From an optimization exercise on the open Yosys and OpenROAD flow, aimed at small area, a short achievable clock period and few clock cycles; shortcuts taken in it are not production practice.
The RTL was checked by simulation tests, not by an equivalence proof against the original design.

==> flow/design.v (excerpt) <==
module cv_unit (
    input  wire        clk,
    input  wire        rst,       
    input  wire        we,
    input  wire [2:0]  waddr,
    input  wire [63:0] wdata,
    input  wire [2:0]  raddr,
    output reg  [63:0] rdata,
    output wire        busy
);
Size: roughly 7,600 cells after synthesis, about 310 flip-flops, roughly 140 I/O pins, about 0.057 mm2 of cells after synthesis.
Settings: LEC_CHECK=0, CAP_MARGIN=20, CORE_MARGIN=2, CORE_UTILIZATION=35, PLACE_DENSITY=0.5, SETUP_SLACK_MARGIN=5, SLEW_MARGIN=20, TNS_END_PERCENT=100; clock period 16.0 ns.
run.sh (not shown) runs the stock make flow with config.mk's settings and CLKGATE_MAP_FILE= SYNTH_SCRIPT=/design/flow/synth_recipe.tcl, a recipe that flattens the netlist after the stock synthesis.
Testbench counts at the start, summed over its fixed seeds: cycles 7,307.
Change:
==> flow/flow/run.sh (new file) <==
#!/bin/bash
set -euo pipefail
bash standard.sh SETUP_SLACK_MARGIN=6.5 finish > make_finish.log 2>&1
==> flow/standard.sh (new file) <==
#!/bin/bash
# synth_recipe.tcl (not shown) runs the flow's synth.tcl, then flattens the netlist and writes it again
# the make line also repeats each setting of config.mk as NAME=value (left out here)
make -C /OpenROAD-flow-scripts/flow DESIGN_CONFIG=/design/flow/config.mk WORK_HOME=/design/flow/orfs CLKGATE_MAP_FILE= SYNTH_SCRIPT=/design/flow/synth_recipe.tcl "${@:-finish}"
Settings changed: CORE_UTILIZATION 35 to 30, PLACE_DENSITY 0.5 to 0.45, SETUP_SLACK_MARGIN 5 to not set.
removed: flow/run.sh
After rerunning: The new run produced a clean layout; wire length climbs by 3.1%; critical path depth drops by 16.
Change:
==> flow/flow/run.sh (replaced) <==
#!/bin/bash
set -euo pipefail
bash standard.sh SETUP_SLACK_MARGIN=7 cts > make_cts.log 2>&1
bash standard.sh finish > make_finish.log 2>&1
Settings changed: CORE_UTILIZATION 30 to 33, PLACE_DENSITY 0.45 to 0.5.
What happened: The changed run ran to the end with no violations; global-route usage grows by 3.4 points; via count came out higher by 2.3%; sequential share of layout area falls by 0.21 points; critical path depth went up by 26; die area went down by 9.0%; worst hold slack barely changes; clock-buffer cell count rose by 3; final cell count falls by 1.7%; setup slack improved by 0.057 ns.

* * *

Another version of the RTL of cv_unit (not shown whole).
Size in the first run: roughly 310 flip-flops, about 0.057 mm² of cells after synthesis.
export LEC_CHECK = 0
export CAP_MARGIN = 20
export CORE_MARGIN = 2
export CORE_UTILIZATION = 25
export PLACE_DENSITY = 0.5
export SLEW_MARGIN = 20
export TNS_END_PERCENT = 100
create_clock -name core_clock -period 16.0 [get_ports {clk}]
standard.sh (not shown) runs the stock make flow with config.mk's settings and CLKGATE_MAP_FILE= SYNTH_SCRIPT=/design/flow/synth_recipe.tcl, a recipe that flattens the netlist after the stock synthesis.
==> flow/flow/run.sh <==
#!/bin/bash
set -euo pipefail
bash standard.sh SETUP_SLACK_MARGIN=7 MATCH_CELL_FOOTPRINT=0 finish > make_finish.log 2>&1
Testbench counts at the start, summed over its fixed seeds: cycles 7,307.
Next try:
- CORE_UTILIZATION: 25 -> 30
- PLACE_DENSITY: 0.5 -> 0.45
Result:
- The changed run produced a clean layout
- cell count drops by a few percent
- via count came out higher by a few percent
- first-iteration DRC count decreases by a few percent
- hold slack improved by 9.6 ps
- maximum frequency came out lower slightly
- non-clock buffer count rises by 39
- die area came out lower by about a fifth
- synthesized cell count does not change
Next try:
- CORE_UTILIZATION: 30 -> 25
- PLACE_DENSITY: 0.45 -> 0.4
=> The changed run completed without violations; die area goes up by 20%; worst setup slack improved by 13 ps; routed wire length came out lower by 1.2%; design area stays flat; global-route usage shrinks by 7.0 points; hold slack degrades by 16 ps; final cell count rose by 4.5%.
Next try:
- CORE_UTILIZATION: 25 -> 20
- PLACE_DENSITY: 0.4 -> 0.35
Critical path depth fell by 2; clock skew came out lower by 16 ps.

* * *

== the baseline ==
cv_unit with an RTL version that a note above also has.
Size: about 310 flip-flops, roughly 140 I/O pins.
Design cv_unit, start of the top module:
module cv_unit (
    input  wire        clk,
    input  wire        rst,       
    input  wire        we,
    input  wire [2:0]  waddr,
    input  wire [63:0] wdata,
    input  wire [2:0]  raddr,
    output reg  [63:0] rdata,
    output wire        busy
);
export LEC_CHECK = 0
export CAP_MARGIN = 20
export CORE_MARGIN = 2
export CORE_UTILIZATION = 30
export PLACE_DENSITY = 0.45
export SLEW_MARGIN = 20
export TNS_END_PERCENT = 100
create_clock -name core_clock -period 16.0 [get_ports {clk}]
Scripts as last shown in full above: flow/flow/run.sh
Testbench counts of the baseline, summed over its fixed seeds: cycles 7,307.
Here is what was changed in the inputs of the candidate compared with the baseline.
==> flow/flow/run.sh <==
#!/bin/bash
set -euo pipefail
bash standard.sh SETUP_SLACK_MARGIN=6 MATCH_CELL_FOOTPRINT=0 finish > make_finish.log 2>&1
Notes after the runs:
Number of gates given a new drive strength after cts (lower): the candidate
Measured against each other, the baseline and the candidate differ in clock network area share, the higher figure coming from the candidate.
Looking at final standard cell area without fillers, the candidate sits about 9% lower than the baseline does.

-- separate check: timing with driven ports --
How much do the figures lean on ideal ports? The routed layouts below were timed once more, with nothing changed but the port constraints.
Step 1, drivers: a clkbuf_16 drives clk and a buf_2 each remaining input, both assumed.
Step 2 adds t to the input delays and takes it off the output delays; t is the mean of the earliest and latest rising clock arrival at the registers after step 1. Input paths then give back, and output paths get back, about the clock's delay inside the block.
a / b / c = ideal / step 1 / step 2; a / b = the first two.
| run | t, ns | slack for setup (ns) | hold WS [ns] | clock arrival spread, ns | cell pins on the clock port's net |
|---|---|---|---|---|---|
| the first run of note 1 | 0.718 | 5.022 / 5.083 / 4.366 | 0.453 / 0.453 / 0.453 | 0.066 / 0.067 | 1 |
| the second run of note 1 | 0.745 | 6.399 / 6.379 / 5.721 | 0.455 / 0.455 / 0.455 | 0.071 / 0.070 | 1 |
| the third run of note 1 | 0.727 | 6.456 / 6.432 / 5.822 | 0.453 / 0.453 / 0.453 | 0.042 / 0.042 | 1 |
| the first run of note 2 | 0.708 | 6.865 / 6.799 / 6.384 | 0.465 / 0.465 / 0.465 | 0.114 / 0.114 | 1 |
| the second run of note 2 | 0.722 | 6.772 / 6.706 / 6.321 | 0.475 / 0.475 / 0.475 | 0.054 / 0.054 | 1 |
| the third run of note 2 | 0.710 | 6.785 / 6.723 / 6.191 | 0.459 / 0.459 / 0.459 | 0.058 / 0.057 | 1 |
| the fourth run of note 2 | 0.742 | 6.888 / 6.825 / 6.259 | 0.453 / 0.453 / 0.453 | 0.041 / 0.042 | 1 |
| the baseline | 0.748 | 6.815 / 6.850 / 6.127 | 0.455 / 0.455 / 0.455 | 0.077 / 0.077 | 1 |
| the candidate | 0.744 | 5.896 / 5.850 / 5.319 | 0.454 / 0.454 / 0.454 | 0.067 / 0.068 | 1 |
After both steps every run listed still meets setup and hold. The setup slack of the baseline, which loses most, moves by +0.035 ns with the drivers and by -0.688 ns with both steps.
